Context: an optimization exercise on an open-source flow, tuned for small area, a short achievable clock period and few clock cycles per item. The choices shown serve that exercise and are no tape-out recipe. The RTL was checked by simulation tests, not by an equivalence proof against the original design. Power figures rest on the tool's default switching activity, not on a simulated workload.

==> job 7950 <==
## whorl_xu
module whorl_xu (
    input             clk,
    input             rst,           
    input             in_valid,
    output            in_ready,
    input      [5:0]  in_op,
    input      [1:0]  in_acc,        
    input      [15:0] in_imm,
    input      [31:0] in_a,
    input      [31:0] in_b,
    input      [31:0] in_d,          
    output reg        out_valid,
    output reg [31:0] out_res,
    output reg [47:0] out_acc,
    output reg        out_sat,
    output reg        out_illegal
);
Settings: LEC_CHECK=0, ABC_AREA=1, CAP_MARGIN=20, CORE_MARGIN=2, CORE_UTILIZATION=50, PLACE_DENSITY=0.65, SLEW_MARGIN=20; clock period 24.0 ns.
standard.sh (not shown) runs the stock make flow with config.mk's settings and CLKGATE_MAP_FILE= SYNTH_SCRIPT=/design/flow/synth_recipe.tcl, a recipe that flattens the netlist after the stock synthesis.
==> flow/flow/run.sh <==
#!/bin/bash
set -euo pipefail
bash standard.sh "BUFFER_PORTS_ARGS=-buffer_cell sky130_fd_sc_hd__buf_2" \
    SETUP_SLACK_MARGIN=18.1 SKIP_GATE_CLONING=1 finish > flow_standard.log 2>&1
==> job 5479: changes against job 7950 <==
--- a/flow/design.v
+++ b/flow/design.v
@@ -114,21 +114,21 @@
                           ({48{sel2[2]}} & acc[2]) | ({48{sel2[3]}} & acc[3]);
     wire [47:0] tx      = {tx2[46], tx2};
     wire [47:0] sum_lo;
     wire        sum_co;
     whorl_xu_add48 add_acc (.a(acc_old), .b(tx), .ci(msu2), .s(sum_lo), .co(sum_co));
     wire [48:0] sum     = {acc_old[47] ^ tx[47] ^ sum_co, sum_lo};
     wire        sovf    = sum[48] ^ sum[47];
     wire [47:0] macv    = sovf ? (sum[48] ? MIN48 : MAX48) : sum[47:0];
-    wire [47:0] cl_s;
+    wire [35:0] cl_s;
     wire        cl_co;
-    whorl_xu_add48 add_cl (.a({~tx[47], tx[46:0]}), .b({acc_old[47], ~acc_old[46:0]}), .ci(1'b1),
-                           .s(cl_s), .co(cl_co));
-    wire        cl_hi   = ~cl_co;
+    whorl_xu_add36 add_cl (.a({~acc_old[47], acc_old[46:12]}), .b({tx[47], ~tx[46:12]}),
+                           .ci(|acc_old[11:0]), .s(cl_s), .co(cl_co));
+    wire        cl_hi   = cl_co;
     wire        cl_lo   = sum[48];                  
     wire [47:0] negm    = {{4{res2[31]}}, res2, 12'h000};    
     wire [47:0] aclpv   = cl_hi ? tx : cl_lo ? negm : acc_old;
     wire        ard_up  = acc_old[11] & (~acc_old[47] | (|acc_old[10:0]));
     wire [35:0] ard_s;
     wire        ard_co;
     whorl_xu_add36 add_ard (.a(acc_old[47:12]), .b(36'd0), .ci(ard_up), .s(ard_s), .co(ard_co));
     wire [36:0] ardw    = {acc_old[47] ^ ard_co, ard_s};
==> flow/flow/run.sh (replaced) <==
#!/bin/bash
set -euo pipefail
bash standard.sh "BUFFER_PORTS_ARGS=-buffer_cell sky130_fd_sc_hd__buf_2" \
    SETUP_SLACK_MARGIN=18.3 SKIP_GATE_CLONING=1 finish > flow_standard.log 2>&1
- CORE_UTILIZATION: 50 -> 60
- PLACE_DENSITY: 0.65 -> 0.78
==> job 6657: changes against job 7950 <==
--- a/flow/design.v
+++ b/flow/design.v
@@ -22,44 +22,57 @@
                      OP_XOR  = 6'h0C, OP_SHL  = 6'h0D, OP_SAR  = 6'h0E,
                      OP_SHR  = 6'h0F, OP_LIH  = 6'h10, OP_LIL  = 6'h11,
                      OP_ADDI = 6'h12, OP_SLT  = 6'h13, OP_CMOV = 6'h14,
                      OP_MUL  = 6'h18, OP_MAC  = 6'h19, OP_MSU  = 6'h1A,
                      OP_ALD  = 6'h1B, OP_ARD  = 6'h1C, OP_ACLP = 6'h1D;
     localparam [31:0] MAX32 = 32'h7FFF_FFFF, MIN32 = 32'h8000_0000;
     localparam [47:0] MAX48 = 48'h7FFF_FFFF_FFFF, MIN48 = 48'h8000_0000_0000;
     assign in_ready = 1'b1;
-    wire in_bk   = in_op[4] & in_op[3] & (in_op[2] | (in_op[1] & in_op[0]));   
-    wire in_bneg = in_op[2] & in_a[31];                                      
-    wire in_dlo  = in_op[4] & in_op[2];                                      
+    wire [5:0] o = in_op;
+    wire in_bk   = o[4] & o[3] & (o[2] | (o[1] & o[0]));               
+    wire in_bneg = o[2] & in_a[31];                                    
+    wire in_dhi  = o[4] & ~o[3] & (o[2] | ~o[1]);                      
+    wire in_ihi  = o[4] & ~o[3] & ~o[2] & ~o[1] & ~o[0];               
+    wire in_ilo  = (~o[4] & o[3] & o[2] & (o[1] | o[0])) |             
+                   (o[4] & ~o[3] & ~o[2] & ~(o[1] & o[0]));            
+    wire in_dlo  = o[4] & ~o[3] & o[2];                                
+    wire in_bhi  = ~(in_bk | in_dhi);
+    wire in_blo  = ~(in_bk | in_ilo | in_dlo);
+    wire [31:0] b_in =
+        {{16{in_bhi}} & in_b[31:16], {16{in_blo}} & in_b[15:0]} |
+        {{16{in_dhi & ~in_ihi}} & in_d[31:16], {16{in_dlo}} & in_d[15:0]} |
+        {{16{in_ihi}} & in_imm, {16{in_ilo}} & in_imm} |
+        {in_bk & in_bneg, in_bk & in_bneg, in_bk, 29'd0};
     reg        v0;
     reg [5:0]  op0;
     reg [1:0]  ai0;
-    reg [31:0] a0, b0, d0;
+    reg [31:0] a0, b0;
+    reg        bnz0;
     always @(posedge clk) begin
         v0   <= rst ? 1'b0 : in_valid;
         op0  <= in_op;
         ai0  <= in_acc;
         a0   <= in_a;
-        b0   <= in_bk ? {in_bneg, in_bneg, 1'b1, 29'd0} : in_b;
-        d0   <= {in_d[31:16], in_dlo ? in_d[15:0] : in_imm};
+        b0   <= b_in;
+        bnz0 <= |in_b;
     end
     wire is_mul  = op0 == OP_MUL,  is_mac  = op0 == OP_MAC,  is_msu  = op0 == OP_MSU;
     wire is_ald  = op0 == OP_ALD,  is_ard  = op0 == OP_ARD,  is_aclp = op0 == OP_ACLP;
     wire legal   = (op0 <= OP_CMOV) || (op0 >= OP_MUL && op0 <= OP_ACLP);
     wire [63:17] ms, mc;
     wire         mc17;
     whorl_xu_mul mul (
         .a(a0), .b(b0), .rmul(is_mul), .nsgn(~(a0[31] ^ b0[31])),
         .s_o(ms), .c_o(mc), .c17(mc17)
     );
     wire [31:0] alu_res;
     wire        alu_rep, alu_sgn, alu_sat;
     whorl_xu_alu alu (
-        .op(op0), .a(a0), .b(b0), .d(d0),
+        .op(op0), .a(a0), .b(b0), .bnz(bnz0),
         .res(alu_res), .rep(alu_rep), .sgn(alu_sgn), .sat(alu_sat)
     );
     reg         v1;
     reg [1:0]   ai1;
     reg         mul1, msu1, macmsu1, ald1, aclp1, ard1, ill1;
     reg [31:0]  res1;
     reg         rep1, sgn1, sat1;
     reg [63:17] ms1, mc1;
@@ -114,21 +127,21 @@
                           ({48{sel2[2]}} & acc[2]) | ({48{sel2[3]}} & acc[3]);
     wire [47:0] tx      = {tx2[46], tx2};
     wire [47:0] sum_lo;
     wire        sum_co;
     whorl_xu_add48 add_acc (.a(acc_old), .b(tx), .ci(msu2), .s(sum_lo), .co(sum_co));
     wire [48:0] sum     = {acc_old[47] ^ tx[47] ^ sum_co, sum_lo};
     wire        sovf    = sum[48] ^ sum[47];
     wire [47:0] macv    = sovf ? (sum[48] ? MIN48 : MAX48) : sum[47:0];
-    wire [47:0] cl_s;
+    wire [35:0] cl_s;
     wire        cl_co;
-    whorl_xu_add48 add_cl (.a({~tx[47], tx[46:0]}), .b({acc_old[47], ~acc_old[46:0]}), .ci(1'b1),
-                           .s(cl_s), .co(cl_co));
-    wire        cl_hi   = ~cl_co;
+    whorl_xu_add36 add_cl (.a({~acc_old[47], acc_old[46:12]}), .b({tx[47], ~tx[46:12]}),
+                           .ci(|acc_old[11:0]), .s(cl_s), .co(cl_co));
+    wire        cl_hi   = cl_co;
     wire        cl_lo   = sum[48];                  
     wire [47:0] negm    = {{4{res2[31]}}, res2, 12'h000};    
     wire [47:0] aclpv   = cl_hi ? tx : cl_lo ? negm : acc_old;
     wire        ard_up  = acc_old[11] & (~acc_old[47] | (|acc_old[10:0]));
     wire [35:0] ard_s;
     wire        ard_co;
     whorl_xu_add36 add_ard (.a(acc_old[47:12]), .b(36'd0), .ci(ard_up), .s(ard_s), .co(ard_co));
     wire [36:0] ardw    = {acc_old[47] ^ ard_co, ard_s};
@@ -146,30 +159,30 @@
         out_sat     <= (macmsu2 & sovf) | (ard2 & ~ardfit) | sat2;
         out_illegal <= ill2;
     end
 endmodule
 module whorl_xu_alu (
     input      [5:0]  op,
     input      [31:0] a,
     input      [31:0] b,
-    input      [31:0] d,         
+    input             bnz,       
     output     [31:0] res,
     output            rep,       
     output            sgn,       
     output            sat        
 );
     wire is_add  = op == 6'h01, is_sub  = op == 6'h02, is_addw = op == 6'h03;
     wire is_subw = op == 6'h04, is_neg  = op == 6'h05, is_abs  = op == 6'h06;
     wire is_min  = op == 6'h07, is_max  = op == 6'h08, is_clmp = op == 6'h09;
     wire is_and  = op == 6'h0A, is_or   = op == 6'h0B, is_xor  = op == 6'h0C;
     wire is_shl  = op == 6'h0D, is_sar  = op == 6'h0E, is_shr  = op == 6'h0F;
     wire is_lih  = op == 6'h10, is_lil  = op == 6'h11, is_addi = op == 6'h12;
     wire is_slt  = op == 6'h13, is_cmov = op == 6'h14, is_aclp = op == 6'h1D;
-    wire [15:0] imm   = d[15:0];
+    wire [15:0] imm   = b[15:0];          
     wire        bneg  = b[31];
     wire        sub_b = is_sub | is_subw | is_min | is_max | is_slt | (is_clmp & bneg);
     wire [31:0] y     = is_addi ? {{16{imm[15]}}, imm} : (sub_b ? ~b : b);
     wire [31:0] s_lo;
     wire        s_co;
     whorl_xu_add32 add_s (.a(a), .b(y), .ci(sub_b), .s(s_lo), .co(s_co));
     wire [32:0] s     = {a[31] ^ y[31] ^ s_co, s_lo};
     wire        s_ovf = s[32] ^ s[31];
@@ -208,33 +221,31 @@
     wire [30:0] sdiff = a[30:0] ^ {31{a[31]}};
     wire [30:0] smask = ~(31'h7FFF_FFFF >> k);
     wire        shl_ovf = |(sdiff & smask);
     wire sel_s  = is_add | is_sub | is_addw | is_subw | is_addi;
     wire sel_n  = is_neg | (is_abs & a[31]) | (is_clmp & c_n) | (is_aclp & ~a[31]);
     wire sel_a  = (is_abs & ~a[31]) | (is_min & lt) | (is_max & ~lt) |
                   (is_clmp & ~c_hi & ~c_lo) | (is_cmov & bnz) |
                   (is_aclp & a[31]);
-    wire bnz    = |b;
     wire sel_b  = (is_min & ~lt) | (is_max & lt) | (is_clmp & c_b);
-    wire sel_d  = is_cmov & ~bnz;
+    wire sel_d  = (is_cmov & ~bnz) | is_lil;
     wire sel_sh = is_shl | is_sar | is_shr;
     wire sel_ab = is_and | is_or;
     wire sel_ax = is_or | is_xor;
     assign res = ({32{sel_s}}  & s[31:0]) |
                  ({32{sel_n}}  & n) |
                  ({32{sel_a}}  & a) |
                  ({32{sel_b}}  & b) |
-                 ({32{sel_d}}  & d) |
+                 ({32{sel_d}}  & b) |
                  ({32{sel_ab}} & (a & b)) |
                  ({32{sel_ax}} & (a ^ b)) |
                  ({32{is_shl}} & sh_rev) |
                  ({32{is_sar | is_shr}} & sh5) |
-                 {is_lih ? imm : is_lil ? d[31:16] : 16'h0000,
-                  is_lil ? imm : 16'h0000} |
+                 {{16{is_lih}} & b[31:16], 16'h0000} |
                  {is_clmp & c_m1, 30'd0, (is_clmp & c_m1) | (is_slt & lt)};
     assign rep = ((is_add | is_sub | is_addi) & s_ovf) |
                  ((is_neg | (is_abs & a[31])) & n_ovf) |
                  (is_shl & shl_ovf);
     assign sgn = is_shl ? a[31] : (is_add | is_sub | is_addi) ? s[32] : 1'b0;
     assign sat = rep | (is_clmp & bmin);
 endmodule
 module whorl_xu_mul (
==> flow/flow/run.sh (replaced) <==
#!/bin/bash
set -euo pipefail
bash standard.sh "BUFFER_PORTS_ARGS=-buffer_cell sky130_fd_sc_hd__buf_2" \
    SETUP_SLACK_MARGIN=18.3 SKIP_GATE_CLONING=1 finish > flow_standard.log 2>&1
- CORE_UTILIZATION: 50 -> 60
- PLACE_DENSITY: 0.65 -> 0.78
==> run summary <==
- Of job 5479 and job 7950, job 7950 has the higher area after synthesis (gap 1.4%, measured against job 7950).
- In job 7950 the flip-flop and latch count is higher than in job 6657, by 31.
- Of job 7950 and job 5479, job 7950 has the higher clock-buffer cell count (gap 11).
- In critical path depth, job 5479 and job 6657 do not differ.
- Between job 6657 and job 5479, the lower fmax is in job 6657 (gap about 1.5%, measured against job 5479).
- In sequential power, job 6657 and job 5479 hardly differ.
- Clock skew, highest first: job 7950, job 6657, job 5479.
- Register-to-register slack: job 7950 < job 5479 < job 6657.
Testbench counts of job 7950, summed over its fixed seeds: cycles 64,040, items 64,000.
Testbench counts of job 5479, summed over its fixed seeds: cycles 64,040, items 64,000.
Testbench counts of job 6657, summed over its fixed seeds: cycles 64,040, items 64,000.

static timing again, ports no longer ideal:
The flow's constraints put no driver on any port. The routed layouts listed below were extracted and timed again, unchanged, in two steps. Step 1 (the two cells are an assumption about what drives the block):
set clk [get_ports {clk}]
set_driving_cell -lib_cell sky130_fd_sc_hd__clkbuf_16 $clk
set_driving_cell -lib_cell sky130_fd_sc_hd__buf_2 [delete_from_list [all_inputs] $clk]
Step 2 times the ports against the registers' clock, not the clock port: input delays grow and output delays shrink by t, the midpoint of the rising clock arrivals with the driver on. Three values: ideal ports, drivers, drivers and shift; two values: the first two.
run	t (ns)	slack for setup (ns)	worst setup path after step 2	latest minus earliest clock arrival (ns)	pins driven straight from the clock port
job 7950	0.758	18.043 / 17.968 / 17.442	input to register	0.080 / 0.081	1
job 5479	0.736	18.089 / 18.013 / 17.680	input to register	0.050 / 0.049	1
job 6657	0.763	17.997 / 17.925 / 17.647	input to register	0.076 / 0.076	1
After both steps setup and hold are still met in every run listed. For job 7950, which loses most, drivers alone change the setup slack by -0.075 ns; drivers and shift together by -0.601 ns.
